What follows belongs to an exercise in optimizing a design on an open flow for small area, a short achievable clock period and few clock cycles per item; a production flow would make more cautious choices. RTL that was checked went through simulation tests only; none was proved equivalent to the original. For runs 3 and 4, only the layout was checked, not whether the RTL still works. No activity file was given, so power comes from the tool's default toggle rates.

==> design/flow/design.v <==
module gf_mul64 (
    input  wire [63:0] a,
    input  wire [7:0]  c,
    output wire [63:0] p
);
  wire [63:0] m;                 
  assign m[0] = c[0];
  assign m[1] = c[1];
  assign m[2] = c[2];
  assign m[3] = c[3];
  assign m[4] = c[4];
  assign m[5] = c[5];
  assign m[6] = c[6];
  assign m[7] = c[7];
  assign m[8] = c[7];
  assign m[9] = c[0];
  assign m[10] = c[1] ^ c[7];
  assign m[11] = c[2] ^ c[7];
  assign m[12] = c[3] ^ c[7];
  assign m[13] = c[4];
  assign m[14] = c[5];
  assign m[15] = c[6];
  assign m[16] = c[6];
  assign m[17] = c[7];
  assign m[18] = c[0] ^ c[6];
  assign m[19] = c[1] ^ c[6] ^ c[7];
  assign m[20] = c[2] ^ c[6] ^ c[7];
  assign m[21] = c[3] ^ c[7];
  assign m[22] = c[4];
  assign m[23] = c[5];
  assign m[24] = c[5];
  assign m[25] = c[6];
  assign m[26] = c[5] ^ c[7];
  assign m[27] = c[0] ^ c[5] ^ c[6];
  assign m[28] = c[1] ^ c[5] ^ c[6] ^ c[7];
  assign m[29] = c[2] ^ c[6] ^ c[7];
  assign m[30] = c[3] ^ c[7];
  assign m[31] = c[4];
  assign m[32] = c[4];
  assign m[33] = c[5];
  assign m[34] = c[4] ^ c[6];
  assign m[35] = c[4] ^ c[5] ^ c[7];
  assign m[36] = c[0] ^ c[4] ^ c[5] ^ c[6];
  assign m[37] = c[1] ^ c[5] ^ c[6] ^ c[7];
  assign m[38] = c[2] ^ c[6] ^ c[7];
  assign m[39] = c[3] ^ c[7];
  assign m[40] = c[3] ^ c[7];
  assign m[41] = c[4];
  assign m[42] = c[3] ^ c[5] ^ c[7];
  assign m[43] = c[3] ^ c[4] ^ c[6] ^ c[7];
  assign m[44] = c[3] ^ c[4] ^ c[5];
  assign m[45] = c[0] ^ c[4] ^ c[5] ^ c[6];
  assign m[46] = c[1] ^ c[5] ^ c[6] ^ c[7];
  assign m[47] = c[2] ^ c[6] ^ c[7];
  assign m[48] = c[2] ^ c[6] ^ c[7];
  assign m[49] = c[3] ^ c[7];
  assign m[50] = c[2] ^ c[4] ^ c[6] ^ c[7];
  assign m[51] = c[2] ^ c[3] ^ c[5] ^ c[6];
  assign m[52] = c[2] ^ c[3] ^ c[4];
  assign m[53] = c[3] ^ c[4] ^ c[5];
  assign m[54] = c[0] ^ c[4] ^ c[5] ^ c[6];
  assign m[55] = c[1] ^ c[5] ^ c[6] ^ c[7];
  assign m[56] = c[1] ^ c[5] ^ c[6] ^ c[7];
  assign m[57] = c[2] ^ c[6] ^ c[7];
  assign m[58] = c[1] ^ c[3] ^ c[5] ^ c[6];
  assign m[59] = c[1] ^ c[2] ^ c[4] ^ c[5];
  assign m[60] = c[1] ^ c[2] ^ c[3] ^ c[7];
  assign m[61] = c[2] ^ c[3] ^ c[4];
  assign m[62] = c[3] ^ c[4] ^ c[5];
  assign m[63] = c[0] ^ c[4] ^ c[5] ^ c[6];
  genvar l, k;
  generate
    for (l = 0; l < 8; l = l + 1) begin : lane
      for (k = 0; k < 8; k = k + 1) begin : bt
        assign p[8*l+k] = ^({m[56+k], m[48+k], m[40+k], m[32+k],
                             m[24+k], m[16+k], m[8+k], m[k]} & a[8*l +: 8]);
      end
    end
  endgenerate
endmodule
module pq_gpow (
    input  wire [3:0] x,
    output reg  [7:0] gx,
    output reg  [7:0] gnx
);
  always @(*) begin
    case (x)
      4'd0: begin gx = 8'h01; gnx = 8'h01; end
      4'd1: begin gx = 8'h02; gnx = 8'h8E; end
      4'd2: begin gx = 8'h04; gnx = 8'h47; end
      4'd3: begin gx = 8'h08; gnx = 8'hAD; end
      4'd4: begin gx = 8'h10; gnx = 8'hD8; end
      4'd5: begin gx = 8'h20; gnx = 8'h6C; end
      4'd6: begin gx = 8'h40; gnx = 8'h36; end
      4'd7: begin gx = 8'h80; gnx = 8'h1B; end
      4'd8: begin gx = 8'h1D; gnx = 8'h83; end
      4'd9: begin gx = 8'h3A; gnx = 8'hCF; end
      4'd10: begin gx = 8'h74; gnx = 8'hE9; end
      4'd11: begin gx = 8'hE8; gnx = 8'hFA; end
      4'd12: begin gx = 8'hCD; gnx = 8'h7D; end
      4'd13: begin gx = 8'h87; gnx = 8'hB0; end
      4'd14: begin gx = 8'h13; gnx = 8'h58; end
      default: begin gx = 8'h26; gnx = 8'h2C; end
    endcase
  end
endmodule
module pq_k1 (
    input  wire [3:0] x,
    input  wire [3:0] y,
    output reg  [7:0] k
);
  always @(*) begin
    case (y - x)
      4'd0: k = 8'h00;
      4'd1: k = 8'hF4;
      4'd2: k = 8'hA7;
      4'd3: k = 8'h9D;
      4'd4: k = 8'h72;
      4'd5: k = 8'hED;
      4'd6: k = 8'h5F;
      4'd7: k = 8'h54;
      4'd8: k = 8'hA0;
      4'd9: k = 8'hA9;
      4'd10: k = 8'hFB;
      4'd11: k = 8'h74;
      4'd12: k = 8'h85;
      4'd13: k = 8'hE4;
      4'd14: k = 8'hC0;
      default: k = 8'h8A;
    endcase
  end
endmodule
module pq_engine (
    input  wire        clk,
    input  wire        rst,
    input  wire        cmd_valid,
    output wire        cmd_ready,
    input  wire [2:0]  cmd_op,
    input  wire [1:0]  cmd_width,    
    input  wire [3:0]  cmd_x,
    input  wire [3:0]  cmd_y,
    input  wire [7:0]  cmd_rows,     
    input  wire        in_valid,
    output wire        in_ready,
    input  wire [63:0] in_data,
    output reg         out_valid,
    input  wire        out_ready,
    output wire [63:0] out_a,
    output wire [63:0] out_b
);
  localparam OP_GEN = 3'd0;
  localparam OP_RDP = 3'd1;
  localparam OP_RDQ = 3'd2;
  localparam OP_RDD = 3'd3;
  localparam OP_RMW = 3'd4;
  localparam OP_CHK = 3'd5;
  function [7:0] xt;             
    input [7:0] v;
    xt = {v[6:0], 1'b0} ^ (v[7] ? 8'h1D : 8'h00);
  endfunction
  function [1:0] step;
    input [3:0] p;
    input       rec, dd;         
    input [3:0] mx, my;
    reg         sk1, sk2;
    begin
      sk1  = (rec && p + 4'd1 == mx) || (dd && p + 4'd1 == my);
      sk2  = dd && p + 4'd2 == my;
      step = !sk1 ? 2'd1 : sk2 ? 2'd3 : 2'd2;
    end
  endfunction
  function [7:0] xi;             
    input [7:0] v;
    xi = {1'b0, v[7:1]} ^ (v[0] ? 8'h8E : 8'h00);
  endfunction
  reg        c_act;              
  reg [2:0]  c_op;
  reg [3:0]  c_x, c_y, c_dl, c_cnt;
  reg [7:0]  c_rows;             
  reg [7:0]  c_off, c_tq;        
  reg        c_fa;
  reg        first;              
  reg        last;               
  reg        ll;                 
  reg        upd;                
  reg [3:0]  dl;                 
  reg [1:0]  tix;                
  reg [3:0]  pos;                
  reg [1:0]  s;                  
  reg [7:0]  r;                  
  reg [7:0]  coef;               
  reg        ea;                 
  reg        rdy_free, rdy_wait;
  assign in_ready  = rdy_free || (rdy_wait && out_ready);
  assign cmd_ready = !c_act || (ll && in_valid);
  wire beat = in_valid && in_ready;
  wire take = cmd_valid && cmd_ready;
  wire [63:0] prod;
  gf_mul64 u_mul (.a(in_data), .c(coef), .p(prod));
  reg [63:0] acc_a, acc_b;
  assign out_a = acc_a;
  assign out_b = acc_b;
  wire keep = !(beat && first);
  always @(posedge clk) begin
    acc_a <= (acc_a & {64{keep}}) ^ (in_data & {64{beat & ea}})
           ^ (prod & {64{beat & c_fa}});
    acc_b <= (acc_b & {64{keep}}) ^ (prod & {64{beat}});
  end
  wire [7:0] i_gx, i_gnx, i_k1;
  pq_gpow u_gpow (.x(cmd_x), .gx(i_gx), .gnx(i_gnx));
  pq_k1   u_k1   (.x(cmd_x), .y(cmd_y), .k(i_k1));
  wire [3:0] i_w  = (cmd_width == 2'd0) ? 4'd3 : (cmd_width == 2'd1) ? 4'd7 : 4'd15;
  wire       i_x0 = (cmd_x == 4'd0);
  reg  [3:0] i_dl;               
  reg  [7:0] i_off, i_tq, i_r0, i_c0;
  wire       i_rec = (cmd_op == OP_RDP) || (cmd_op == OP_RDQ) || (cmd_op == OP_RDD);
  wire       i_dd  = (cmd_op == OP_RDD);
  wire [1:0] i_p0  = (i_rec && i_x0) ? ((i_dd && cmd_y == 4'd1) ? 2'd2 : 2'd1) : 2'd0;
  wire [1:0] i_s0  = (i_rec && cmd_x == 4'd1) ? ((i_dd && cmd_y == 4'd2) ? 2'd3 : 2'd2) :
                     (i_dd && i_x0 && cmd_y == 4'd2) ? 2'd2 : 2'd1;
  always @(*) begin
    i_dl  = i_w;
    i_off = 8'h00;
    i_tq  = 8'h01;
    i_r0  = 8'h01;
    i_c0  = 8'h01;
    case (cmd_op)
      OP_RDP: begin
        i_dl  = i_w - 4'd1;
        i_off = 8'h01;
        i_r0  = i_x0 ? 8'h02 : 8'h01;   
        i_c0  = 8'h03;
      end
      OP_RDQ: begin
        i_dl  = i_w - 4'd1;
        i_off = i_gx;
        i_r0  = i_x0 ? 8'h02 : 8'h01;
        i_c0  = i_x0 ? 8'h03 : (i_gx ^ 8'h01);
      end
      OP_RDD: begin              
        i_dl  = i_w - 4'd2;
        i_off = i_k1;
        i_tq  = i_k1;
        i_r0  = i_k1;
        i_c0  = 8'h00;
      end
      OP_RMW: begin
        i_off = i_gx;
        i_c0  = 8'h00;
      end
      default: ;
    endcase
  end
  wire       rec   = (c_op == OP_RDP) || (c_op == OP_RDQ) || (c_op == OP_RDD);
  wire [7:0] r1    = xt(r);
  wire [7:0] r2    = xt(r1);
  wire [7:0] r3    = xt(r2);
  wire [3:0] pos_n = pos + {2'b00, s};
  wire [7:0] r_n   = (s == 2'd1) ? r1 : (s == 2'd2) ? r2 : r3;
  wire [1:0] s_n   = step(pos_n, rec, c_op == OP_RDD, c_x, c_y);
  wire       d_n   = upd && (dl != 4'd0);        
  wire [1:0] t_n   = upd ? 2'd0 : tix + 2'd1;    
  wire [1:0] c_tl  = (c_op == OP_CHK || c_op == OP_RDD) ? 2'd1 :    
                     (c_op == OP_RMW) ? 2'd3 : 2'd0;                 
  wire       l_n   = d_n ? (dl == 4'd1 && c_op == OP_GEN) : (t_n == c_tl);
  reg [7:0] tr_coef;
  reg       tr_ea;
  always @(*) begin
    tr_coef = c_off;
    tr_ea   = 1'b1;
    case (c_op)
      OP_CHK: begin
        tr_coef = t_n[0] ? c_tq : 8'h00;
        tr_ea   = !t_n[0];
      end
      OP_RDP: begin
        tr_coef = c_tq;
        tr_ea   = 1'b0;
      end
      OP_RDD: begin
        tr_coef = t_n[0] ? c_tq : c_off;
        tr_ea   = !t_n[0];
      end
      OP_RMW: begin
        tr_coef = t_n[1] ? c_off : t_n[0] ? c_tq : 8'h00;
        tr_ea   = t_n[1] || !t_n[0];
      end
      default: ;
    endcase
  end
  wire       c_x0 = (c_x == 4'd0);
  wire       c_dd = (c_op == OP_RDD);
  wire [1:0] c_p0 = (rec && c_x0) ? ((c_dd && c_y == 4'd1) ? 2'd2 : 2'd1) : 2'd0;
  wire [1:0] c_s0 = (rec && c_x == 4'd1) ? ((c_dd && c_y == 4'd2) ? 2'd3 : 2'd2) :
                    (c_dd && c_x0 && c_y == 4'd2) ? 2'd2 : 2'd1;
  reg  [7:0] c_r0;
  always @(*) begin
    case (c_op)
      OP_RDP:  c_r0 = c_x0 ? 8'h02 : c_tq;
      OP_RDQ:  c_r0 = c_x0 ? 8'h02 : 8'h01;
      OP_RDD:  c_r0 = !c_x0 ? c_tq : (c_y == 4'd1) ? xt(xt(c_tq)) : xt(c_tq);
      default: c_r0 = 8'h01;
    endcase
  end
  wire [7:0] r_lp = c_x0 ? xt(r) : xi(r);
  wire rowend = beat && last;
  wire c_done = rowend && (c_rows == 8'd0);
  wire again  = rowend && (c_rows != 8'd0);      
  wire act_n  = take || (c_act && !c_done);
  wire [3:0] cnt_n = take ? ((cmd_op == OP_RDD) ? (i_x0 ? {2'b00, i_p0} : cmd_x) :
                             (cmd_op == OP_RDP) ? cmd_x : 4'd0)
                          : (c_cnt != 4'd0) ? c_cnt - 4'd1 : 4'd0;
  wire first_n = take || again || (first && !beat);
  wire ov_n    = rowend || (out_valid && !out_ready);
  always @(posedge clk) begin
    if (rst) begin
      c_act     <= 1'b0;
      out_valid <= 1'b0;
      rdy_free  <= 1'b0;
      rdy_wait  <= 1'b0;
      ll        <= 1'b0;
    end else begin
      c_act     <= act_n;
      out_valid <= ov_n;
      c_cnt     <= cnt_n;
      rdy_free  <= act_n && (cnt_n == 4'd0) && (!first_n || !ov_n);
      rdy_wait  <= act_n && (cnt_n == 4'd0) && first_n && ov_n;
      if (take) begin
        c_op   <= cmd_op;
        c_x    <= cmd_x;
        c_y    <= cmd_y;
        c_dl   <= i_dl;
        c_rows <= cmd_rows;
        c_off  <= i_off;
        c_tq   <= i_tq;
        c_fa   <= (cmd_op == OP_RDP) || (cmd_op == OP_RDD);
      end else begin
        if (rowend) c_rows <= c_rows - 8'd1;
        if (c_cnt != 4'd0 && !c_x0) c_tq <= xi(c_tq);
      end
      if (take) begin
        first <= 1'b1;
        last  <= 1'b0;
        ll    <= 1'b0;
        upd   <= (cmd_op != OP_RMW);
        dl    <= i_dl;
        tix   <= 2'd0;
        pos   <= {2'b00, i_p0};
        s     <= i_s0;
        r     <= i_r0;
        coef  <= i_c0;
        ea    <= 1'b1;
      end else if (c_cnt != 4'd0) begin
        r     <= r_lp;
        coef  <= r_lp ^ c_off;
      end else if (again) begin
        first <= 1'b1;
        last  <= 1'b0;
        ll    <= 1'b0;
        upd   <= (c_op != OP_RMW);
        dl    <= c_dl;
        tix   <= 2'd0;
        pos   <= {2'b00, c_p0};
        s     <= c_s0;
        r     <= c_r0;
        coef  <= (c_op == OP_RMW) ? 8'h00 : c_r0 ^ c_off;
        ea    <= 1'b1;
      end else if (beat) begin
        first <= 1'b0;
        last  <= l_n;
        ll    <= l_n && (c_rows == 8'd0);
        upd   <= d_n;
        dl    <= dl - 4'd1;
        tix   <= t_n;
        pos   <= pos_n;
        s     <= s_n;
        r     <= r_n;
        if (d_n) begin
          coef <= r_n ^ c_off;
          ea   <= 1'b1;
        end else begin
          coef <= tr_coef;
          ea   <= tr_ea;
        end
      end
    end
  end
endmodule
==> design/flow/flow/run.sh <==
#!/bin/bash
# Standard layout, with the port buffers made from buf_2 instead of the
# default delay buffers.
export BUFFER_PORTS_ARGS="-buffer_cell sky130_fd_sc_hd__buf_2"
bash standard.sh > standard.log 2>&1
==> design/flow/standard.sh <==
#!/bin/bash
# synth_recipe.tcl (not shown) runs the flow's synth.tcl, then flattens the netlist and writes it again
# the make line also repeats each setting of config.mk as NAME=value (left out here)
make -C /OpenROAD-flow-scripts/flow DESIGN_CONFIG=/design/flow/config.mk WORK_HOME=/design/flow/orfs CLKGATE_MAP_FILE= SYNTH_SCRIPT=/design/flow/synth_recipe.tcl "${@:-finish}"
==> design/flow/config.mk <==
export PLATFORM = sky130hd
export DESIGN_NAME = pq_engine
export DESIGN_NICKNAME = pq_engine
export VERILOG_FILES = /design/flow/design.v
export SDC_FILE = /design/flow/constraint.sdc
export NUM_CORES = 4
export LEC_CHECK = 0
export CAP_MARGIN = 0
export CORE_MARGIN = 2
export CORE_UTILIZATION = 45
export CTS_BUF_LIST = sky130_fd_sc_hd__clkbuf_4
export SETUP_SLACK_MARGIN = 2.75
export SLEW_MARGIN = 0
==> design/flow/constraint.sdc <==
create_clock -name core_clock -period 5.5 [get_ports {clk}]
set_input_delay 1.1000 -clock core_clock [delete_from_list [all_inputs] [get_ports {clk}]]
set_output_delay 1.1000 -clock core_clock [all_outputs]
set_load 0.01 [all_outputs]
==> results of run 1 <==
-- per-layer routing --
layer | share of wire, % | up-vias
li1 | - | 9082
met1 | 41 | 9315
met2 | 46 | 912
met3 | 8.3 | 213
met4 | 4.3 | 0
met5 | 0 | -
-- logic make-up after synthesis --
family                   synth area share (%)
AO/OA/AOI/OAI                            12.7
multiplexers                             3.15
adder cells (fa/ha/maj)                  1.30
flip-flops                               24.5
XOR/XNOR                                 31.1
buffers and inverters                    4.94
AND/OR/NAND/NOR                          22.2
-- cell type report --
class | count | area, um^2 | share of cell area [%]
Antenna cell | 3 | 7.51 | 0.0314
Multi-Input combinational cell | 2165 | 15100 | 62.9
Sequential cell | 209 | 4940 | 20.7
Clock buffer | 93 | 698 | 2.92
Clock inverter | 21 | 163 | 0.679
Inverter | 37 | 160 | 0.669
Timing Repair Buffer | 327 | 2160 | 9.02
Tap cell | 592 | 741 | 3.09
-- worst min-delay path by stage --
stage	endpoint	startpoint	cells past startpoint
detailed placement	ll	ll	2
CTS	c_dl[3]	cmd_width[1]	1
floorplan	ll	ll	2
finish	acc_b[6]	acc_b[6]	2
global placement	acc_b[14]	acc_b[14]	2
global route	c_dl[3]	cmd_width[1]	1
-- power groups by stage --
stage | clock [W] | combinational [W] | sequential, W
after CTS | 0.00175 | 0.00647 | 0.00244
after detailed placement | 0 | 0.00599 | 0.00249
final | 0.00170 | 0.00678 | 0.00244
after floorplan | 0 | 0.00429 | 0.00257
after global routing | 0.00182 | 0.00726 | 0.00250
after global placement | 0 | 0.00591 | 0.00248
-- cells in the mapped netlist, drive strengths merged (6+ instances only) --
| cell type | n |
|---|---|
| nand2 | 733 |
| xnor2 | 389 |
| nor2 | 166 |
| clkbuf | 161 |
| a21oi | 133 |
| dfxtp | 133 |
| xor2 | 132 |
| o21ai | 96 |
| edfxtp | 76 |
| xnor3 | 66 |
| buf | 52 |
| mux2i | 42 |
| nand3 | 41 |
| inv | 36 |
| nand2b | 30 |
| o211ai | 27 |
| nor3 | 26 |
| a22oi | 19 |
| mux2 | 19 |
| nor2b | 18 |
| ha | 17 |
| o22ai | 17 |
| and3 | 10 |
| nand3b | 10 |
| a22o | 9 |
| a31oi | 9 |
| a211oi | 8 |
| o221ai | 8 |
| o22a | 8 |
| or3b | 8 |
| a211o | 7 |
| a21o | 7 |
| a2bb2oi | 7 |
| nor4 | 7 |
| o31ai | 7 |
| xor3 | 7 |
| and2 | 6 |
-- stage by stage --
step | hold slack, ns | cell area, um^2 | worst slack (ns) | power (W) | instances
2_1_floorplan | 0.441 | 20300 | 2.40 | 0.00686 | 2619
3_3_place_gp | 0.456 | 21600 | 1.70 | 0.00839 | 3249
3_5_place_dp | 0.457 | 21600 | 1.64 | 0.00849 | 3249
4_1_cts | 0.457 | 23400 | 2.63 | 0.0106 | 3419
5_1_grt | 0.473 | 23900 | 2.64 | 0.0116 | 3447
6_report | 0.466 | 23900 | 2.72 | 0.0109 | 3447
-- what timing repair did --
action / CTS / global route
gates cloned: 4 / 3
resized for setup: 65 / 53
setup endpoints to repair: 143 / 104
setup buffers: 52 / 22
pin swaps: 27 / 28
-- state kept, by name (all words and copies together) (netlist names), 2 cells and up --
register / flops
acc_a: 64
acc_b: 64
c_off: 8
c_rows: 8
c_tq: 8
coef: 8
r: 8
c_cnt: 4
c_dl: 4
c_x: 4
c_y: 4
dl: 4
pos: 4
c_op: 3
s: 2
tix: 2
-- tightest hold or removal path: stages (launching register included) --
cell     delay [ns]
dfxtp_1        0.31
nand2_1        0.06
xnor2_1        0.05
==> flow_metrics.env, run 1 <==
export IMPL_r2r_slack_ns=2.72
export IMPL_p_per_area_nw_per_um2=456
export IMPL_vias_per_cell=5.66
export IMPL_first_iter_violations=1733
export IMPL_busiest_layer="met2"
export IMPL_vdd_drop_max_uv=177
export IMPL_worst_path_buf_inv=2
export IMPL_track_usage_pct=30.9
export IMPL_use_met1_pct=39.7
export IMPL_ctsLongestPathBuffers=3
export IMPL_die_w_um=216
export IMPL_drc=0
export IMPL_ys_types=83
export IMPL_max_freq_mhz=360
export IMPL_cts_tree="built"
export IMPL_drtAntennaViolNets=0
export IMPL_dp_hpwl_mm=49.7
export IMPL_switching_power_w=0.00470
export IMPL_worstMarginPinSlew_ns=1.18
export IMPL_die_h_um=216
export IMPL_worstSkewPairLatency_ns=0.85
export IMPL_grt_pass1_wl_mm=111
export IMPL_antenna_found_initial=2
export IMPL_layout_commonest_cell="nand2_1"
export IMPL_die_area_um2=46500
export IMPL_cp_max_fo=21
export IMPL_ys_top_cells_by_area="xnor2_1 17%, nand2_1 14%, dfxtp_1 13%"
export IMPL_final_setup_skew_ns=0.0833
export IMPL_endpoint="acc_b[52]"
export IMPL_grt_overflow_total=0
export IMPL_cap_violations=0
export IMPL_yosysTopAreaCellShare_pct=16.9
export IMPL_hold_class="register to register"
export IMPL_synth_edff_count=76
export IMPL_p_seq_share_pct=22.3
export IMPL_yosysSeqAreaShare_pct=24.5
export IMPL_htreeDepth=3
export IMPL_place_congestion=0.956
export IMPL_crit_start="coef[2]"
export IMPL_syn_inst=2619
export IMPL_power_frac_comb_pct=62.1
export IMPL_vias=19500
export IMPL_hold_violations=0
export IMPL_slew_violations=0
export IMPL_cp_required_ns=6.17
export IMPL_fin_tns_setup_ns=0
export IMPL_post_route_min_period_ns=2.78
export IMPL_relSlewSlack_pct=21.4
export IMPL_drive_above_1_share_pct=20.2
export IMPL_area_growth_pct=18.9
export IMPL_setup_violations=0
export IMPL_cpMaxStageDelayCell="xor3_4"
export IMPL_port_buffers=220
export IMPL_max_stage_delay_ns=0.51
export IMPL_synth_area_um2=20100
export IMPL_min_period_over_period_pct=50.5
export IMPL_p_int_w=0.00622
export IMPL_synth_seq_cells=209
export IMPL_fillerInstances=4130
export IMPL_cts_made_buffers=68
export IMPL_io_pin_count=221
export IMPL_post_route_util_pct=54.1
export IMPL_leakagePower_nw=10.2
export IMPL_crit_family="XOR/XNOR gates"
export IMPL_nets=2917
export IMPL_rsz0062_at_grt="true"
export IMPL_status="complete, no violations"
export IMPL_grt_util_met3_pct=6.13
export IMPL_timing_rr_start="coef[2]"
export IMPL_clock_sinks=209
export IMPL_fp_row_count=77
export IMPL_grt_max_degree=73
export IMPL_end_kind="register"
export IMPL_ctsHoldBuffers=0
export IMPL_timing_rr_end="acc_b[52]"
export IMPL_postSynth_asyncResetShare_pct=0
export IMPL_first_pass_iters=5
export IMPL_routed_wl_mm=73.6
export IMPL_reg2reg_depth=8
export IMPL_final_cell_mix="728 x nand2_1, 360 x xnor2_1, 221 x buf_2, 161 x nor2_1, 133 x dfxtp_1"
export IMPL_core_area_um2=44200
export IMPL_start_util_pct=45.5
export IMPL_clkSlewWorstSetupHoldPaths_ns=0.06
export IMPL_clockRootBuffer="clkbuf_4"
export IMPL_cp_arrival_ns=3.45
export IMPL_avgSynthCellArea_um2=7.69
export IMPL_cp_cell_sequence="buf_12 -> xor3_4 -> buf_4 -> nand2_1 -> xor2_1 -> xnor3_2 -> mux2i_1 -> o22a_1"
export IMPL_yosys_warnings=3
export IMPL_worstSetupPathType="register to register"
export IMPL_swShare_pct=43.1
export IMPL_grt_pass1_vias=18600
export IMPL_worst_path_stages=8
export IMPL_synth_ff_type="dfxtp_1"
export IMPL_use_met2_pct=50.9
export IMPL_synth_nets=2728
export IMPL_power_frac_clock_pct=15.6
export IMPL_wl_per_cell_um=21.4
export IMPL_synth_top_area_cell="xnor2_1"
export IMPL_start_kind="register"
Testbench counts, summed over its fixed seeds: cycles 23,550, rows 2,762.
==> run 2: changes to the inputs <==
--- a/design/flow/config.mk
+++ b/design/flow/config.mk
@@ -7,3 +7,3 @@
 export LEC_CHECK = 0
-export CAP_MARGIN = 0
+export CAP_MARGIN = 20
 export CORE_MARGIN = 2
@@ -11,3 +11,3 @@
 export CTS_BUF_LIST = sky130_fd_sc_hd__clkbuf_4
-export SETUP_SLACK_MARGIN = 2.75
-export SLEW_MARGIN = 0
+export SETUP_SLACK_MARGIN = 2.85
+export SLEW_MARGIN = 20
==> run 2 against run 1 <==
Compared with the run above: clock skew fell by 0.020 ns; maximum frequency rose by 1.0%; area after synthesis did not move; die area did not move; cell area rose by 4.0%; first-iteration DRC count rose by 11%; clock-buffer cell count fell by 1.
==> flow_metrics.env, run 2 <==
export IMPL_worstSkewPairLatency_ns=0.86
export IMPL_worstMarginPinSlew_ns=1.06
export IMPL_grt_pass1_vias=19100
export IMPL_htreeDepth=3
export IMPL_ctsHoldBuffers=0
export IMPL_reg_top3="acc_a: 64 flops, acc_b: 64 flops"
export IMPL_leakagePower_nw=10.6
export IMPL_synth_common_cells="733 x nand2_1, 388 x xnor2_1, 166 x nor2_1, 161 x clkbuf_1"
export IMPL_die_h_um=216
export IMPL_seqCellArea_um2=4950
export IMPL_start_kind="register"
export IMPL_dp_hpwl_mm=50.0
export IMPL_vias=20200
export IMPL_hold_class="register to register"
export IMPL_r2r_slack_ns=2.75
export IMPL_synth_ff_type="dfxtp_1"
export IMPL_clockRootBuffer="clkbuf_4"
export IMPL_die_area_um2=46500
export IMPL_p_per_area_nw_per_um2=457
export IMPL_hold_violations=0
export IMPL_synth_edff_count=76
export IMPL_synth_area_um2=20100
export IMPL_core_area_um2=44200
export IMPL_routed_wl_mm=77.5
export IMPL_die_w_um=216
export IMPL_clkSlewWorstSetupHoldPaths_ns=0.06
export IMPL_antenna_found_initial=5
export IMPL_place_congestion=0.929
export IMPL_yosysSeqAreaShare_pct=24.5
export IMPL_slew_violations=0
export IMPL_synth_seq_cells=209
export IMPL_grt_pass1_wl_mm=114
export IMPL_yosys_warnings=3
export IMPL_multiInputGateArea_um2=15300
export IMPL_design_area_um2=24900
export IMPL_drtAntennaViolNets=0
export IMPL_post_route_min_period_ns=2.75
export IMPL_fillerInstances=4051
export IMPL_vias_per_cell=5.75
export IMPL_cts_made_buffers=67
export IMPL_max_freq_mhz=363
export IMPL_nets=2978
export IMPL_cp_required_ns=6.23
export IMPL_drive_above_1_share_pct=23.6
export IMPL_avgSynthCellArea_um2=7.69
export IMPL_end_kind="register"
export IMPL_status="complete, no violations"
export IMPL_final_setup_skew_ns=0.0638
export IMPL_relSlewSlack_pct=29.2
export IMPL_synth_top_area_cell="xnor2_1"
export IMPL_ys_types=83
export IMPL_worst_hold_slack_ns=0.468
export IMPL_cp_arrival_ns=3.48
export IMPL_drc=0
export IMPL_postSynth_asyncResetShare_pct=0
export IMPL_track_usage_pct=32.0
export IMPL_ctsLongestPathBuffers=3
export IMPL_cp_max_fo=5
export IMPL_grt_max_degree=73
export IMPL_final_cell_mix="711 x nand2_1, 351 x xnor2_1, 212 x buf_2, 155 x nor2_1, 132 x dfxtp_1"
export IMPL_layout_commonest_cell="nand2_1"
export IMPL_grt_overflow_total=0
export IMPL_fp_row_count=77
export IMPL_syn_inst=2619
export IMPL_vdd_drop_max_uv=213
export IMPL_wl_per_cell_um=22.1
export IMPL_area_growth_pct=23.6
export IMPL_yosysTopAreaCellShare_pct=16.9
export IMPL_rsz0062_at_grt="true"
export IMPL_io_pin_count=221
export IMPL_synth_nets=2728
export IMPL_first_iter_violations=1920
export IMPL_place_area_um2=21600
export IMPL_synth_most_common_cell="nand2_1"
export IMPL_cap_violations=0
export IMPL_fin_tns_setup_ns=0
export IMPL_ys_top_cells_by_area="xnor2_1 17%, nand2_1 14%, dfxtp_1 13%"
export IMPL_cts_tree="built"
export IMPL_clock_sinks=209
export IMPL_port_buffers=220
export IMPL_setup_violations=0
export IMPL_worstSetupPathType="register to register"
export IMPL_start_util_pct=45.5
export IMPL_min_period_over_period_pct=50.0
export IMPL_first_pass_iters=6
==> run 2: cell families (layout without fill, tap and decap cells) <==
| logic type | after synthesis | count (layout) | synth area share, % |
|---|---|---|---|
| other cells | 0 | 7 | 0 |
| xor+xnor | 594 | 600 | 31.1 |
| compound gates | 407 | 407 | 12.7 |
| buf+inv | 250 | 537 | 4.94 |
| simple gates | 1078 | 1079 | 22.2 |
| flops | 209 | 209 | 24.5 |
| mux | 61 | 61 | 3.15 |
| fa+ha+maj | 20 | 20 | 1.30 |
==> run 2: final timing paths <==
path / from / endpoint / depth (start not counted)
max: coef[0] / acc_a[52] / 11
min reg2reg: acc_b[6] / acc_b[6] / 2
max reg2reg: coef[0] / acc_a[52] / 11
min: acc_b[6] / acc_b[6] / 2
==> run 2: layout make-up <==
cell class	count	area share, %
multi-input cells	2167	61.6
well taps	592	2.98
inverters	37	0.643
flip-flops and latches	209	19.9
clock buffers	92	2.77
diodes	7	0.0704
clock inverters	21	0.749
repair buffers	387	11.3
==> run 2: power by group <==
| part | internal, W | leakage (nW) | switching [W] |
|---|---|---|---|
| clock | 0.000956 | 0.514 | 0.000783 |
| combinational | 0.00349 | 8.30 | 0.00370 |
| sequential | 0.00208 | 1.83 | 0.000367 |
==> run 2: critical path: stages, from the launching register on <==
cell and delay [ns]:
edfxtp_1 0.42, buf_12 0.15, xor3_4 0.52, xor2_4 0.19, buf_6 0.14, buf_16 0.13, nand2_2 0.05, xnor3_1 0.41
xnor3_2 0.28, buf_4 0.16, nor2_4 0.09, xnor2_1 0.12
==> run 2: routing by layer <==
| metal | share of wire [%] | GRT usage, % | vias up |
|---|---|---|---|
| li1 | - | - | 9209 |
| met1 | 40 | 40.4 | 9720 |
| met2 | 45 | 51.5 | 1031 |
| met3 | 9.7 | 8.23 | 225 |
| met4 | 4.5 | 14.6 | 2 |
| met5 | 0.021 | 0 | - |
==> run 2: what timing repair did <==
action	CTS	global route
resized for setup	78	120
cloned	7	6
setup buffers	61	67
endpoints found under the hold margin	0	0
endpoints found under the setup margin	151	151
pin swaps	56	78
==> run 2: through the flow <==
stage                     power [W]  utilization, %  worst slack, ns  cells
after floorplan             0.00689               -             2.40   2619
after global placement      0.00838            48.9             1.66   3250
after detailed placement    0.00850            48.9             1.57   3251
after CTS                    0.0108            53.5             2.78   3432
after global routing         0.0120            56.3             2.69   3512
final                        0.0114            56.3             2.75   3512
==> run 3: changes to the inputs <==
--- a/design/flow/design.v
+++ b/design/flow/design.v
@@ -160,13 +160,2 @@
   endfunction
-  function [1:0] step;
-    input [3:0] p;
-    input       rec, dd;         
-    input [3:0] mx, my;
-    reg         sk1, sk2;
-    begin
-      sk1  = (rec && p + 4'd1 == mx) || (dd && p + 4'd1 == my);
-      sk2  = dd && p + 4'd2 == my;
-      step = !sk1 ? 2'd1 : sk2 ? 2'd3 : 2'd2;
-    end
-  endfunction
   function [7:0] xi;             
@@ -179,2 +168,3 @@
   reg [7:0]  c_rows;             
+  reg [1:0]  c_tl, c_p0, c_s0;
   reg [7:0]  c_off, c_tq;        
@@ -214,2 +204,3 @@
   reg  [3:0] i_dl;               
+  reg  [1:0] i_tl;               
   reg  [7:0] i_off, i_tq, i_r0, i_c0;
@@ -222,2 +213,3 @@
     i_dl  = i_w;
+    i_tl  = 2'd0;
     i_off = 8'h00;
@@ -230,4 +222,5 @@
         i_off = 8'h01;
-        i_r0  = i_x0 ? 8'h02 : 8'h01;   
-        i_c0  = 8'h03;
+        i_tq  = i_gnx;
+        i_r0  = i_x0 ? 8'h02 : i_gnx;
+        i_c0  = i_x0 ? 8'h03 : (i_gnx ^ 8'h01);
       end
@@ -241,2 +234,3 @@
         i_dl  = i_w - 4'd2;
+        i_tl  = 2'd1;
         i_off = i_k1;
@@ -247,2 +241,3 @@
       OP_RMW: begin
+        i_tl  = 2'd3;
         i_off = i_gx;
@@ -250,2 +245,3 @@
       end
+      OP_CHK: i_tl = 2'd1;
       default: ;
@@ -259,7 +255,11 @@
   wire [7:0] r_n   = (s == 2'd1) ? r1 : (s == 2'd2) ? r2 : r3;
-  wire [1:0] s_n   = step(pos_n, rec, c_op == OP_RDD, c_x, c_y);
+  wire       dd    = (c_op == OP_RDD);
+  wire [3:0] xm2 = c_x - 4'd2, xm3 = c_x - 4'd3, xm4 = c_x - 4'd4;
+  wire [3:0] ym2 = c_y - 4'd2, ym3 = c_y - 4'd3, ym4 = c_y - 4'd4, ym5 = c_y - 4'd5;
+  wire [1:0] s_1   = (rec && pos == xm2 || dd && pos == ym2) ? ((dd && pos == ym3) ? 2'd3 : 2'd2) : 2'd1;
+  wire [1:0] s_2   = (rec && pos == xm3 || dd && pos == ym3) ? ((dd && pos == ym4) ? 2'd3 : 2'd2) : 2'd1;
+  wire [1:0] s_3   = (rec && pos == xm4 || dd && pos == ym4) ? ((dd && pos == ym5) ? 2'd3 : 2'd2) : 2'd1;
+  wire [1:0] s_n   = (s == 2'd1) ? s_1 : (s == 2'd2) ? s_2 : s_3;
   wire       d_n   = upd && (dl != 4'd0);        
   wire [1:0] t_n   = upd ? 2'd0 : tix + 2'd1;    
-  wire [1:0] c_tl  = (c_op == OP_CHK || c_op == OP_RDD) ? 2'd1 :    
-                     (c_op == OP_RMW) ? 2'd3 : 2'd0;                 
   wire       l_n   = d_n ? (dl == 4'd1 && c_op == OP_GEN) : (t_n == c_tl);
@@ -291,6 +291,2 @@
   wire       c_x0 = (c_x == 4'd0);
-  wire       c_dd = (c_op == OP_RDD);
-  wire [1:0] c_p0 = (rec && c_x0) ? ((c_dd && c_y == 4'd1) ? 2'd2 : 2'd1) : 2'd0;
-  wire [1:0] c_s0 = (rec && c_x == 4'd1) ? ((c_dd && c_y == 4'd2) ? 2'd3 : 2'd2) :
-                    (c_dd && c_x0 && c_y == 4'd2) ? 2'd2 : 2'd1;
   reg  [7:0] c_r0;
@@ -309,4 +305,3 @@
   wire act_n  = take || (c_act && !c_done);
-  wire [3:0] cnt_n = take ? ((cmd_op == OP_RDD) ? (i_x0 ? {2'b00, i_p0} : cmd_x) :
-                             (cmd_op == OP_RDP) ? cmd_x : 4'd0)
+  wire [3:0] cnt_n = take ? ((cmd_op == OP_RDD) ? (i_x0 ? {2'b00, i_p0} : cmd_x) : 4'd0)
                           : (c_cnt != 4'd0) ? c_cnt - 4'd1 : 4'd0;
@@ -332,2 +327,3 @@
         c_dl   <= i_dl;
+        c_tl   <= i_tl;
         c_rows <= cmd_rows;
@@ -335,2 +331,4 @@
         c_tq   <= i_tq;
+        c_p0   <= i_p0;
+        c_s0   <= i_s0;
         c_fa   <= (cmd_op == OP_RDP) || (cmd_op == OP_RDD);
--- a/design/flow/config.mk
+++ b/design/flow/config.mk
@@ -10,4 +10,4 @@
 export CORE_UTILIZATION = 45
-export CTS_BUF_LIST = sky130_fd_sc_hd__clkbuf_4
-export SETUP_SLACK_MARGIN = 2.85
+export CTS_BUF_LIST = sky130_fd_sc_hd__clkbuf_8
+export SETUP_SLACK_MARGIN = 2.75
 export SLEW_MARGIN = 20
==> run 3 against run 2 <==
Compared with the run above: maximum frequency decreased by 0.74%; worst setup slack got worse by 0.021 ns; first-iteration DRC count increased by 16%; global-route usage decreased by 0.97 points; die area increased by 5.1%; core utilization decreased by 1.9 points; sequential share of layout area increased by 0.37 points; still clean; clock power increased by 6%.
==> flow_metrics.env, run 3 <==
export IMPL_layout_commonest_cell="nand2_1"
export IMPL_cp_required_ns=5.88
export IMPL_track_usage_pct=31.1
export IMPL_status="complete, no violations"
export IMPL_yosysSeqAreaShare_pct=24.2
export IMPL_synth_most_common_cell="nand2_1"
export IMPL_cp_arrival_ns=3.15
export IMPL_core_area_um2=46600
export IMPL_reg_top3="acc_a: 64 flops, acc_b: 64 flops"
export IMPL_timing_rr_end="acc_a[27]"
export IMPL_worstSetupPathType="primary input to register"
export IMPL_dp_hpwl_mm=52.2
export IMPL_vdd_drop_max_uv=317
export IMPL_grt_max_degree=92
export IMPL_reg2reg_depth=9
export IMPL_antenna_found_initial=4
export IMPL_die_h_um=221
export IMPL_area_growth_pct=19.5
export IMPL_slew_violations=0
export IMPL_fin_cells=3568
export IMPL_syn_inst=2735
export IMPL_setup_slack_ns=2.73
export IMPL_first_pass_iters=9
export IMPL_drc=0
export IMPL_die_w_um=221
export IMPL_postSynth_asyncResetShare_pct=0
export IMPL_clkSlewWorstSetupHoldPaths_ns=0.06
export IMPL_io_pin_count=221
export IMPL_timing_rr_start="coef[7]"
export IMPL_clock_sinks=215
export IMPL_ys_types=83
export IMPL_multiInputGateArea_um2=15800
export IMPL_dp_cells=3377
export IMPL_final_setup_skew_ns=0.0542
export IMPL_synth_area_um2=21200
export IMPL_endpoint="r[3]"
export IMPL_r2r_slack_ns=2.73
export IMPL_final_cell_mix="773 x nand2_1, 311 x xnor2_1, 214 x buf_2, 169 x nor2_1, 143 x a21oi_1"
export IMPL_drive_above_1_share_pct=19.4
export IMPL_yosysTopAreaCellShare_pct=13.8
export IMPL_worstMarginPinSlew_ns=1.03
export IMPL_cp_max_fo=3
export IMPL_grt_pass1_vias=19500
export IMPL_max_freq_mhz=361
export IMPL_relSlewSlack_pct=31.4
export IMPL_hold_violations=0
export IMPL_wl_per_cell_um=22.5
export IMPL_cts_made_buffers=43
export IMPL_htreeDepth=2
export IMPL_port_buffers=220
export IMPL_design_area_um2=25300
export IMPL_p_per_area_nw_per_um2=453
export IMPL_fillerInstances=4304
export IMPL_fp_row_count=79
export IMPL_grt_pass1_wl_mm=119
export IMPL_yosys_warnings=3
export IMPL_fin_tns_setup_ns=0
export IMPL_drtAntennaViolNets=0
export IMPL_synth_top_area_cell="nand2_1"
export IMPL_die_area_um2=48800
export IMPL_synth_nets=2856
export IMPL_post_route_util_pct=54.4
export IMPL_rsz0062_at_grt="true"
export IMPL_cts_tree="built"
export IMPL_cap_violations=0
export IMPL_seqCellArea_um2=5120
export IMPL_post_route_min_period_ns=2.77
export IMPL_ctsLongestPathBuffers=3
export IMPL_leakagePower_nw=11.0
export IMPL_vias=20900
export IMPL_avgSynthCellArea_um2=7.75
export IMPL_end_kind="register"
export IMPL_first_iter_violations=2232
export IMPL_start_util_pct=45.5
export IMPL_synth_ff_type="dfxtp_1"
export IMPL_worstSkewPairLatency_ns=0.65
export IMPL_place_area_um2=22500
export IMPL_setup_violations=0
export IMPL_start_kind="primary input"
export IMPL_ys_top_cells_by_area="nand2_1 14%, xnor2_1 14%, dfxtp_1 13%"
export IMPL_clockRootBuffer="clkbuf_8"
export IMPL_synth_common_cells="778 x nand2_1, 332 x xnor2_1, 171 x nor2_1, 148 x a21oi_1, 137 x clkbuf_1"
export IMPL_crit_start="cmd_y[0]"
export IMPL_hold_class="register to register"
export IMPL_synth_seq_cells=215
export IMPL_pre_cts_slack_ns=1.59
export IMPL_vias_per_cell=5.86
export IMPL_min_period_over_period_pct=50.4
export IMPL_grt_overflow_total=0
export IMPL_place_congestion=0.948
export IMPL_synth_edff_count=82
export IMPL_routed_wl_mm=80.2
export IMPL_nets=3045
==> run 3: changes by cell type after synthesis, moves of 10 or more <==
| cell | before | now |
|---|---|---|
| xnor2_2 | 1 | 15 |
| nand2b_1 | 30 | 13 |
| a21oi_1 | 133 | 148 |
| clkbuf_1 | 161 | 137 |
| buf_2 | 21 | 42 |
| o211ai_1 | 27 | 58 |
| nand2_1 | 733 | 778 |
| ha_1 | 17 | 29 |
| inv_1 | 35 | 45 |
| mux2i_1 | 42 | 23 |
| xnor3_1 | 63 | 83 |
| nand3_1 | 41 | 67 |
| xnor2_1 | 388 | 332 |
| a31oi_1 | 9 | 24 |
==> run 3: per-stage QoR <==
step                power, W  hold slack (ns)
finish                0.0115            0.482
global route          0.0121            0.525
CTS                   0.0110            0.474
detailed placement   0.00879            0.460
global placement     0.00867            0.466
floorplan            0.00708            0.441
==> run 3: kinds of logic after synthesis <==
family / Yosys count / share of synthesized area [%]
AO/OA/AOI/OAI: 482 / 14.4
adder cells (fa/ha/maj): 31 / 1.90
flip-flops: 215 / 24.2
AND/OR/NAND/NOR: 1127 / 21.9
XOR/XNOR: 574 / 30.2
multiplexers: 40 / 2.04
buffers and inverters: 266 / 5.34
==> run 3: timing repair <==
action,CTS,global route
hold buffers,0,0
gates cloned,4,7
buffers inserted,34,64
setup endpoints to repair,183,109
pin swaps,15,34
gates resized for setup,85,65
==> run 3: area by class of cell <==
type | count | share of cell area (%)
clock inverters | 30 | 0.963
repair buffers | 356 | 10.1
inverters | 51 | 0.810
flip-flops and latches | 215 | 20.2
well taps | 607 | 3.00
diodes | 2 | 0.0198
multi-input cells | 2257 | 62.2
clock buffers | 50 | 2.72
==> run 3: worst max-delay path, cell delays in order <==
cell      delay, ns
buf_6          0.10
inv_4          0.06
ha_4           0.13
inv_2          0.04
fa_2           0.44
xnor2_4        0.19
xnor3_2        0.51
xnor2_2        0.17
a32oi_2        0.27
o221ai_1       0.14
==> run 3: routing by layer <==
metal,track usage [%],part of all wire [%],up-vias
li1,-,-,9506
met1,43.0,42,10100
met2,48.0,44,1152
met3,6.73,11,184
met4,10.3,2.9,4
met5,0,0.026,-
==> run 3: how the worst min path moves through the flow <==
stage,start,endpoint,slack (ns),depth (start not counted)
3_3_place_gp,ll,ll,0.47,2
2_1_floorplan,ll,ll,0.44,2
3_5_place_dp,ll,ll,0.46,2
4_1_cts,ll,ll,0.47,2
5_1_grt,ll,ll,0.53,2
6_report,ll,ll,0.48,2
==> run 3: where the power goes <==
part / switching, W / total, W / internal (W)
combinational: 0.00367 / 0.00703 / 0.00336
sequential: 0.000437 / 0.00260 / 0.00216
clock: 0.000821 / 0.00185 / 0.00103
total: 0.00493 / 0.0115 / 0.00654
==> run 4: changes to the inputs <==
--- a/design/flow/design.v
+++ b/design/flow/design.v
@@ -1 +1,21 @@
+module gf_cext (
+    input  wire [7:0] c,
+    output wire [14:0] e
+);
+  assign e[0] = c[2] ^ c[3] ^ c[4];
+  assign e[1] = c[1] ^ c[2] ^ c[4] ^ c[5];
+  assign e[2] = c[3] ^ c[4] ^ c[5];
+  assign e[3] = c[0] ^ c[5] ^ c[6];
+  assign e[4] = c[1] ^ c[3] ^ c[5] ^ c[6];
+  assign e[5] = c[2] ^ c[3] ^ c[5] ^ c[6];
+  assign e[6] = c[0] ^ c[4] ^ c[5] ^ c[6];
+  assign e[7] = c[1] ^ c[2] ^ c[3] ^ c[7];
+  assign e[8] = c[3] ^ c[5] ^ c[7];
+  assign e[9] = c[4] ^ c[5] ^ c[7];
+  assign e[10] = c[1] ^ c[6] ^ c[7];
+  assign e[11] = c[2] ^ c[6] ^ c[7];
+  assign e[12] = c[2] ^ c[4] ^ c[6] ^ c[7];
+  assign e[13] = c[3] ^ c[4] ^ c[6] ^ c[7];
+  assign e[14] = c[1] ^ c[5] ^ c[6] ^ c[7];
+endmodule
 module gf_mul64 (
@@ -3,2 +23,3 @@
     input  wire [7:0]  c,
+    input  wire [14:0] e,
     output wire [63:0] p
@@ -25,4 +46,4 @@
   assign m[18] = c[0] ^ c[6];
-  assign m[19] = c[1] ^ c[6] ^ c[7];
-  assign m[20] = c[2] ^ c[6] ^ c[7];
+  assign m[19] = e[10];
+  assign m[20] = e[11];
   assign m[21] = c[3] ^ c[7];
@@ -33,5 +54,5 @@
   assign m[26] = c[5] ^ c[7];
-  assign m[27] = c[0] ^ c[5] ^ c[6];
-  assign m[28] = c[1] ^ c[5] ^ c[6] ^ c[7];
-  assign m[29] = c[2] ^ c[6] ^ c[7];
+  assign m[27] = e[3];
+  assign m[28] = e[14];
+  assign m[29] = e[11];
   assign m[30] = c[3] ^ c[7];
@@ -41,6 +62,6 @@
   assign m[34] = c[4] ^ c[6];
-  assign m[35] = c[4] ^ c[5] ^ c[7];
-  assign m[36] = c[0] ^ c[4] ^ c[5] ^ c[6];
-  assign m[37] = c[1] ^ c[5] ^ c[6] ^ c[7];
-  assign m[38] = c[2] ^ c[6] ^ c[7];
+  assign m[35] = e[9];
+  assign m[36] = e[6];
+  assign m[37] = e[14];
+  assign m[38] = e[11];
   assign m[39] = c[3] ^ c[7];
@@ -48,24 +69,24 @@
   assign m[41] = c[4];
-  assign m[42] = c[3] ^ c[5] ^ c[7];
-  assign m[43] = c[3] ^ c[4] ^ c[6] ^ c[7];
-  assign m[44] = c[3] ^ c[4] ^ c[5];
-  assign m[45] = c[0] ^ c[4] ^ c[5] ^ c[6];
-  assign m[46] = c[1] ^ c[5] ^ c[6] ^ c[7];
-  assign m[47] = c[2] ^ c[6] ^ c[7];
-  assign m[48] = c[2] ^ c[6] ^ c[7];
+  assign m[42] = e[8];
+  assign m[43] = e[13];
+  assign m[44] = e[2];
+  assign m[45] = e[6];
+  assign m[46] = e[14];
+  assign m[47] = e[11];
+  assign m[48] = e[11];
   assign m[49] = c[3] ^ c[7];
-  assign m[50] = c[2] ^ c[4] ^ c[6] ^ c[7];
-  assign m[51] = c[2] ^ c[3] ^ c[5] ^ c[6];
-  assign m[52] = c[2] ^ c[3] ^ c[4];
-  assign m[53] = c[3] ^ c[4] ^ c[5];
-  assign m[54] = c[0] ^ c[4] ^ c[5] ^ c[6];
-  assign m[55] = c[1] ^ c[5] ^ c[6] ^ c[7];
-  assign m[56] = c[1] ^ c[5] ^ c[6] ^ c[7];
-  assign m[57] = c[2] ^ c[6] ^ c[7];
-  assign m[58] = c[1] ^ c[3] ^ c[5] ^ c[6];
-  assign m[59] = c[1] ^ c[2] ^ c[4] ^ c[5];
-  assign m[60] = c[1] ^ c[2] ^ c[3] ^ c[7];
-  assign m[61] = c[2] ^ c[3] ^ c[4];
-  assign m[62] = c[3] ^ c[4] ^ c[5];
-  assign m[63] = c[0] ^ c[4] ^ c[5] ^ c[6];
+  assign m[50] = e[12];
+  assign m[51] = e[5];
+  assign m[52] = e[0];
+  assign m[53] = e[2];
+  assign m[54] = e[6];
+  assign m[55] = e[14];
+  assign m[56] = e[14];
+  assign m[57] = e[11];
+  assign m[58] = e[4];
+  assign m[59] = e[1];
+  assign m[60] = e[7];
+  assign m[61] = e[0];
+  assign m[62] = e[2];
+  assign m[63] = e[6];
   genvar l, k;
@@ -132,2 +153,28 @@
 endmodule
+module pq_rdd0 (
+    input  wire [3:0] y,
+    output reg  [7:0] r0,
+    output reg  [7:0] c0
+);
+  always @(*) begin
+    case (y)
+      4'd0: begin r0 = 8'h00; c0 = 8'h00; end
+      4'd1: begin r0 = 8'hF7; c0 = 8'h03; end
+      4'd2: begin r0 = 8'h53; c0 = 8'hF4; end
+      4'd3: begin r0 = 8'h27; c0 = 8'hBA; end
+      4'd4: begin r0 = 8'hE4; c0 = 8'h96; end
+      4'd5: begin r0 = 8'hC7; c0 = 8'h2A; end
+      4'd6: begin r0 = 8'hBE; c0 = 8'hE1; end
+      4'd7: begin r0 = 8'hA8; c0 = 8'hFC; end
+      4'd8: begin r0 = 8'h5D; c0 = 8'hFD; end
+      4'd9: begin r0 = 8'h4F; c0 = 8'hE6; end
+      4'd10: begin r0 = 8'hEB; c0 = 8'h10; end
+      4'd11: begin r0 = 8'hE8; c0 = 8'h9C; end
+      4'd12: begin r0 = 8'h17; c0 = 8'h92; end
+      4'd13: begin r0 = 8'hD5; c0 = 8'h31; end
+      4'd14: begin r0 = 8'h9D; c0 = 8'h5D; end
+      default: begin r0 = 8'h09; c0 = 8'h83; end
+    endcase
+  end
+endmodule
 module pq_engine (
@@ -160,2 +207,13 @@
   endfunction
+  function [1:0] step;
+    input [3:0] p;
+    input       rec, dd;         
+    input [3:0] mx, my;
+    reg         sk1, sk2;
+    begin
+      sk1  = (rec && p + 4'd1 == mx) || (dd && p + 4'd1 == my);
+      sk2  = dd && p + 4'd2 == my;
+      step = !sk1 ? 2'd1 : sk2 ? 2'd3 : 2'd2;
+    end
+  endfunction
   function [7:0] xi;             
@@ -181,2 +239,3 @@
   reg [7:0]  coef;               
+  reg [14:0] cx;                 
   reg        ea;                 
@@ -188,3 +247,3 @@
   wire [63:0] prod;
-  gf_mul64 u_mul (.a(in_data), .c(coef), .p(prod));
+  gf_mul64 u_mul (.a(in_data), .c(coef), .e(cx), .p(prod));
   reg [63:0] acc_a, acc_b;
@@ -198,5 +257,6 @@
   end
-  wire [7:0] i_gx, i_gnx, i_k1;
+  wire [7:0] i_gx, i_gnx, i_k1, i_dr0, i_dc0;
   pq_gpow u_gpow (.x(cmd_x), .gx(i_gx), .gnx(i_gnx));
   pq_k1   u_k1   (.x(cmd_x), .y(cmd_y), .k(i_k1));
+  pq_rdd0 u_rdd0 (.y(cmd_y), .r0(i_dr0), .c0(i_dc0));
   wire [3:0] i_w  = (cmd_width == 2'd0) ? 4'd3 : (cmd_width == 2'd1) ? 4'd7 : 4'd15;
@@ -206,7 +266,5 @@
   reg  [7:0] i_off, i_tq, i_r0, i_c0;
+  reg  [1:0] i_p0;
   wire       i_rec = (cmd_op == OP_RDP) || (cmd_op == OP_RDQ) || (cmd_op == OP_RDD);
-  wire       i_dd  = (cmd_op == OP_RDD);
-  wire [1:0] i_p0  = (i_rec && i_x0) ? ((i_dd && cmd_y == 4'd1) ? 2'd2 : 2'd1) : 2'd0;
-  wire [1:0] i_s0  = (i_rec && cmd_x == 4'd1) ? ((i_dd && cmd_y == 4'd2) ? 2'd3 : 2'd2) :
-                     (i_dd && i_x0 && cmd_y == 4'd2) ? 2'd2 : 2'd1;
+  wire [1:0] i_s0  = step({2'b00, i_p0}, i_rec, cmd_op == OP_RDD, cmd_x, cmd_y);
   always @(*) begin
@@ -218,2 +276,3 @@
     i_c0  = 8'h01;
+    i_p0  = 2'd0;
     case (cmd_op)
@@ -225,2 +284,3 @@
         i_c0  = i_x0 ? 8'h03 : (i_gnx ^ 8'h01);
+        i_p0 = i_x0 ? 2'd1 : 2'd0;
       end
@@ -231,2 +291,3 @@
         i_c0  = i_x0 ? 8'h03 : (i_gx ^ 8'h01);
+        i_p0  = i_x0 ? 2'd1 : 2'd0;
       end
@@ -237,4 +298,5 @@
         i_tq  = i_k1;
-        i_r0  = i_k1;
-        i_c0  = 8'h00;
+        i_r0  = i_x0 ? i_dr0 : i_k1;
+        i_c0  = i_dc0;
+        i_p0  = !i_x0 ? 2'd0 : (cmd_y == 4'd1) ? 2'd2 : 2'd1;
       end
@@ -255,9 +317,3 @@
   wire [7:0] r_n   = (s == 2'd1) ? r1 : (s == 2'd2) ? r2 : r3;
-  wire       dd    = (c_op == OP_RDD);
-  wire [3:0] xm2 = c_x - 4'd2, xm3 = c_x - 4'd3, xm4 = c_x - 4'd4;
-  wire [3:0] ym2 = c_y - 4'd2, ym3 = c_y - 4'd3, ym4 = c_y - 4'd4, ym5 = c_y - 4'd5;
-  wire [1:0] s_1   = (rec && pos == xm2 || dd && pos == ym2) ? ((dd && pos == ym3) ? 2'd3 : 2'd2) : 2'd1;
-  wire [1:0] s_2   = (rec && pos == xm3 || dd && pos == ym3) ? ((dd && pos == ym4) ? 2'd3 : 2'd2) : 2'd1;
-  wire [1:0] s_3   = (rec && pos == xm4 || dd && pos == ym4) ? ((dd && pos == ym5) ? 2'd3 : 2'd2) : 2'd1;
-  wire [1:0] s_n   = (s == 2'd1) ? s_1 : (s == 2'd2) ? s_2 : s_3;
+  wire [1:0] s_n   = step(pos_n, rec, c_op == OP_RDD, c_x, c_y);
   wire       d_n   = upd && (dl != 4'd0);        
@@ -300,3 +356,2 @@
   end
-  wire [7:0] r_lp = c_x0 ? xt(r) : xi(r);
   wire rowend = beat && last;
@@ -305,3 +360,3 @@
   wire act_n  = take || (c_act && !c_done);
-  wire [3:0] cnt_n = take ? ((cmd_op == OP_RDD) ? (i_x0 ? {2'b00, i_p0} : cmd_x) : 4'd0)
+  wire [3:0] cnt_n = take ? ((cmd_op == OP_RDD) ? cmd_x : 4'd0)
                           : (c_cnt != 4'd0) ? c_cnt - 4'd1 : 4'd0;
@@ -309,2 +364,24 @@
   wire ov_n    = rowend || (out_valid && !out_ready);
+  reg  [7:0]  coef_n;
+  wire [14:0] cx_n;
+  gf_cext u_cext (.c(coef_n), .e(cx_n));
+  always @(*) begin
+    if (take)
+      coef_n = i_c0;
+    else if (c_cnt != 4'd0)
+      coef_n = xi(r) ^ c_off;
+    else if (again)
+      coef_n = (c_op == OP_RMW) ? 8'h00 : c_r0 ^ c_off;
+    else if (d_n)
+      coef_n = r_n ^ c_off;
+    else
+      coef_n = tr_coef;
+  end
+  wire coef_en = take || (c_cnt != 4'd0) || beat;
+  always @(posedge clk) begin
+    if (coef_en) begin
+      coef <= coef_n;
+      cx   <= cx_n;
+    end
+  end
   always @(posedge clk) begin
@@ -336,3 +413,3 @@
         if (rowend) c_rows <= c_rows - 8'd1;
-        if (c_cnt != 4'd0 && !c_x0) c_tq <= xi(c_tq);
+        if (c_cnt != 4'd0) c_tq <= xi(c_tq);
       end
@@ -348,7 +425,5 @@
         r     <= i_r0;
-        coef  <= i_c0;
         ea    <= 1'b1;
       end else if (c_cnt != 4'd0) begin
-        r     <= r_lp;
-        coef  <= r_lp ^ c_off;
+        r     <= xi(r);
       end else if (again) begin
@@ -363,3 +438,2 @@
         r     <= c_r0;
-        coef  <= (c_op == OP_RMW) ? 8'h00 : c_r0 ^ c_off;
         ea    <= 1'b1;
@@ -375,9 +449,3 @@
         r     <= r_n;
-        if (d_n) begin
-          coef <= r_n ^ c_off;
-          ea   <= 1'b1;
-        end else begin
-          coef <= tr_coef;
-          ea   <= tr_ea;
-        end
+        ea    <= d_n || tr_ea;
       end
--- a/design/flow/config.mk
+++ b/design/flow/config.mk
@@ -9,5 +9,4 @@
 export CORE_MARGIN = 2
-export CORE_UTILIZATION = 45
-export CTS_BUF_LIST = sky130_fd_sc_hd__clkbuf_8
-export SETUP_SLACK_MARGIN = 2.75
+export CORE_UTILIZATION = 30
+export SETUP_SLACK_MARGIN = 2.7
 export SLEW_MARGIN = 20
==> run 4 against run 3 <==
Compared with the run above: critical path depth up 6; critical path type unchanged; still clean; worst hold slack worse by 0.0089 ns; via count is 6.1% lower; clock-buffer cell count decreased by 10.
==> flow_metrics.env, run 4 <==
export IMPL_max_freq_mhz=325
export IMPL_cp_cell_sequence="buf_12 -> nand2b_4 -> clkinv_4 -> and2_4 -> inv_8 -> a21oi_4 -> o31ai_4 -> inv_2 -> ha_4 -> xor2_1 -> nor4_2 -> a21oi_1 -> mux2_4 -> a21o_1 -> o21ai_1 -> a21oi_1"
export IMPL_track_usage_pct=19.9
export IMPL_avgSynthCellArea_um2=7.51
export IMPL_slew_violations=0
export IMPL_worstSetupPathType="primary input to register"
export IMPL_antenna_found_initial=1
export IMPL_die_area_um2=70800
export IMPL_yosys_warnings=4
export IMPL_cts_tree="built"
export IMPL_grt_pass1_wl_mm=111
export IMPL_final_cell_mix="850 x nand2_1, 493 x xnor2_1, 209 x buf_2, 168 x xor2_1, 162 x o21ai_0"
export IMPL_total_power_w=0.0122
export IMPL_drive_above_1_share_pct=21.0
export IMPL_cp_max_fo=4
export IMPL_worstSkewPairLatency_ns=0.59
export IMPL_synth_seq_cells=230
export IMPL_clockRootBuffer="clkbuf_16"
export IMPL_setup_violations=0
export IMPL_post_route_util_pct=37.7
export IMPL_leakagePower_nw=9.66
export IMPL_grt_max_degree=114
export IMPL_vias=19600
export IMPL_dp_hpwl_mm=48.5
export IMPL_syn_inst=2746
export IMPL_fp_row_count=96
export IMPL_io_pin_count=221
export IMPL_vdd_drop_max_uv=256
export IMPL_start_util_pct=30.2
export IMPL_hold_class="register to register"
export IMPL_vias_per_cell=5.10
export IMPL_synth_nets=2866
export IMPL_first_pass_iters=6
export IMPL_postSynth_asyncResetShare_pct=0
export IMPL_synth_ff_type="dfxtp_1"
export IMPL_place_congestion=0.940
export IMPL_reg_top3="acc_a: 64 flops, acc_b: 64 flops, cx: 15 flops"
export IMPL_htreeDepth=1
export IMPL_synth_top_area_cell="xnor2_1"
export IMPL_yosysSeqAreaShare_pct=27.0
export IMPL_synth_edff_count=97
export IMPL_cap_violations=0
export IMPL_synth_area_um2=20600
export IMPL_p_per_area_nw_per_um2=474
export IMPL_post_route_min_period_ns=3.08
export IMPL_grt_pass1_vias=18200
export IMPL_die_h_um=266
export IMPL_drtAntennaViolNets=0
export IMPL_cp_arrival_ns=3.40
export IMPL_cts_made_buffers=29
export IMPL_synth_common_cells="858 x nand2_1, 504 x xnor2_1, 184 x clkbuf_1, 182 x o21ai_0, 176 x xor2_1"
export IMPL_cpMaxStageDelayCell="nor4_2"
export IMPL_rsz0062_at_grt="true"
export IMPL_max_stage_delay_ns=0.29
export IMPL_grt_overflow_total=0
export IMPL_final_setup_skew_ns=0.0226
export IMPL_min_period_over_period_pct=56.0
export IMPL_wl_per_cell_um=19.1
export IMPL_n_antenna_cell=0
export IMPL_ctsHoldBuffers=0
export IMPL_start_kind="primary input"
export IMPL_hold_violations=0
export IMPL_die_w_um=266
export IMPL_cp_required_ns=5.82
export IMPL_port_buffers=220
export IMPL_area_growth_pct=25.1
export IMPL_ys_types=78
export IMPL_worstMarginPinSlew_ns=1.06
export IMPL_yosysTopAreaCellShare_pct=21.4
export IMPL_end_kind="register"
export IMPL_relSlewSlack_pct=29.2
export IMPL_routed_wl_mm=73.4
export IMPL_core_area_um2=68300
export IMPL_cpMostUsedCell="a21oi_1"
export IMPL_status="complete, no violations"
export IMPL_ctsLongestPathBuffers=3
export IMPL_drc=0
export IMPL_synth_most_common_cell="nand2_1"
export IMPL_nets=3066
export IMPL_fin_tns_setup_ns=0
export IMPL_ys_top_cells_by_area="xnor2_1 21%, nand2_1 16%, edfxtp_1 14%"
export IMPL_layout_commonest_cell="nand2_1"
export IMPL_clkSlewWorstSetupHoldPaths_ns=0.06
export IMPL_first_iter_violations=1647
export IMPL_clock_sinks=230
[run 4: changes by cell type in the layout (fill, tap and decap cells not counted), sizes merged, moves of 28 or more]
cell,before,now
xnor2,348,504
inv,60,32
nand3,67,21
xnor3,84,4
nand2,784,858
a22o,9,58
a21oi,148,69
nor2,172,70
xor2,139,179
buf,349,387
o21ai,99,184
o211ai,58,10
[run 4: final timing paths]
check,slack (ns),cells after the start,to,startpoint
setup / recovery,2.42,16,s[0],cmd_op[2]
hold / removal,0.47,2,acc_b[2],acc_b[2]
setup reg to reg,2.60,10,cx[0],c_y[3]
hold reg to reg,0.47,2,acc_b[2],acc_b[2]
[run 4: critical path, delay by kind of cell]
kind            cells  cell delay, ns
compound gates      6            0.72
fa+ha+maj           1            0.25
mux                 1            0.29
buf+inv             4            0.31
simple gates        3            0.59
xor+xnor            1            0.15
[run 4: kinds of logic after synthesis]
logic type | after synthesis | synth area share (%)
and+or+nand+nor | 1066 | 21.1
adders and majority gates | 30 | 1.89
AOI/OAI and AO/OA | 452 | 14.2
buffers and inverters | 255 | 4.83
muxes | 28 | 1.55
xor gates and xnor gates | 685 | 29.4
DFF | 230 | 27.0
[run 4: stage by stage]
stage	hold WS (ns)	setup slack, ns	cell area (um^2)	instances
2_1_floorplan	0.467	1.93	21200	2746
3_5_place_dp	0.467	1.22	22600	3650
3_3_place_gp	0.463	1.20	22600	3650
4_1_cts	0.475	2.50	25000	3797
5_1_grt	0.495	2.31	25800	3851
6_report	0.473	2.42	25800	3851
[run 4: final cells by class]
| type | instances | area, um^2 |
|---|---|---|
| clock buffer | 40 | 848 |
| clock inverter | 14 | 121 |
| fill | 6941 | 42500 |
| inverter | 31 | 160 |
| multi-input combinational | 2265 | 15300 |
| sequential | 230 | 5580 |
| tap | 882 | 1100 |
| timing repair buffer | 389 | 2700 |
[run 4: repair_timing]
action                                  CTS  global route
gates cloned                              5             1
endpoints found under the setup margin  222           107
resized for setup                       128            76
pin swaps                                48            37
setup buffers                            88            53
[run 4: routing by layer]
metal,routed length [um],GRT usage (%),vias up,share of wire (%)
li1,-,-,9404,-
met1,32200,26.6,9278,44
met2,33600,32.7,794,46
met3,4820,3.03,165,6.6
met4,2830,6.70,2,3.9
met5,8,0,-,0.011
[run 4: power by group]
part	switching, W	internal (W)	total, W
Clock	0.000827	0.00113	0.00196
Sequential	0.000620	0.00238	0.00300
Combinational	0.00400	0.00326	0.00726
Total	0.00545	0.00677	0.0122

-- re-timing with driven ports --
The results above use ideal ports. As a check the final layouts listed here were re-extracted and re-timed, cells and wires unchanged. Step 1 (the two cells are an assumption about what drives the block):
set clk [get_ports {clk}]
set_driving_cell -lib_cell sky130_fd_sc_hd__clkbuf_16 $clk
set_driving_cell -lib_cell sky130_fd_sc_hd__buf_2 [delete_from_list [all_inputs] $clk]
Step 2 times the ports against the registers' clock, not the clock port: input delays grow and output delays shrink by t, the midpoint of the rising clock arrivals with the driver on. Slacks: ideal ports / drivers / drivers and shift; pairs: ideal ports / drivers.
run | t (ns) | setup WS [ns] | clock arrival spread, ns
run 1 | 0.858 | 2.720 / 2.720 / 1.987 | 0.098 / 0.098
run 2 | 0.879 | 2.749 / 2.749 / 2.050 | 0.083 / 0.082
run 3 | 0.679 | 2.728 / 2.734 / 2.072 | 0.056 / 0.056
run 4 | 0.643 | 2.420 / 2.426 / 1.783 | 0.023 / 0.023
After both steps setup and hold are still met in every run listed. The setup slack of run 1, which loses most, moves by 0.000 ns with the drivers and by -0.733 ns with both steps.
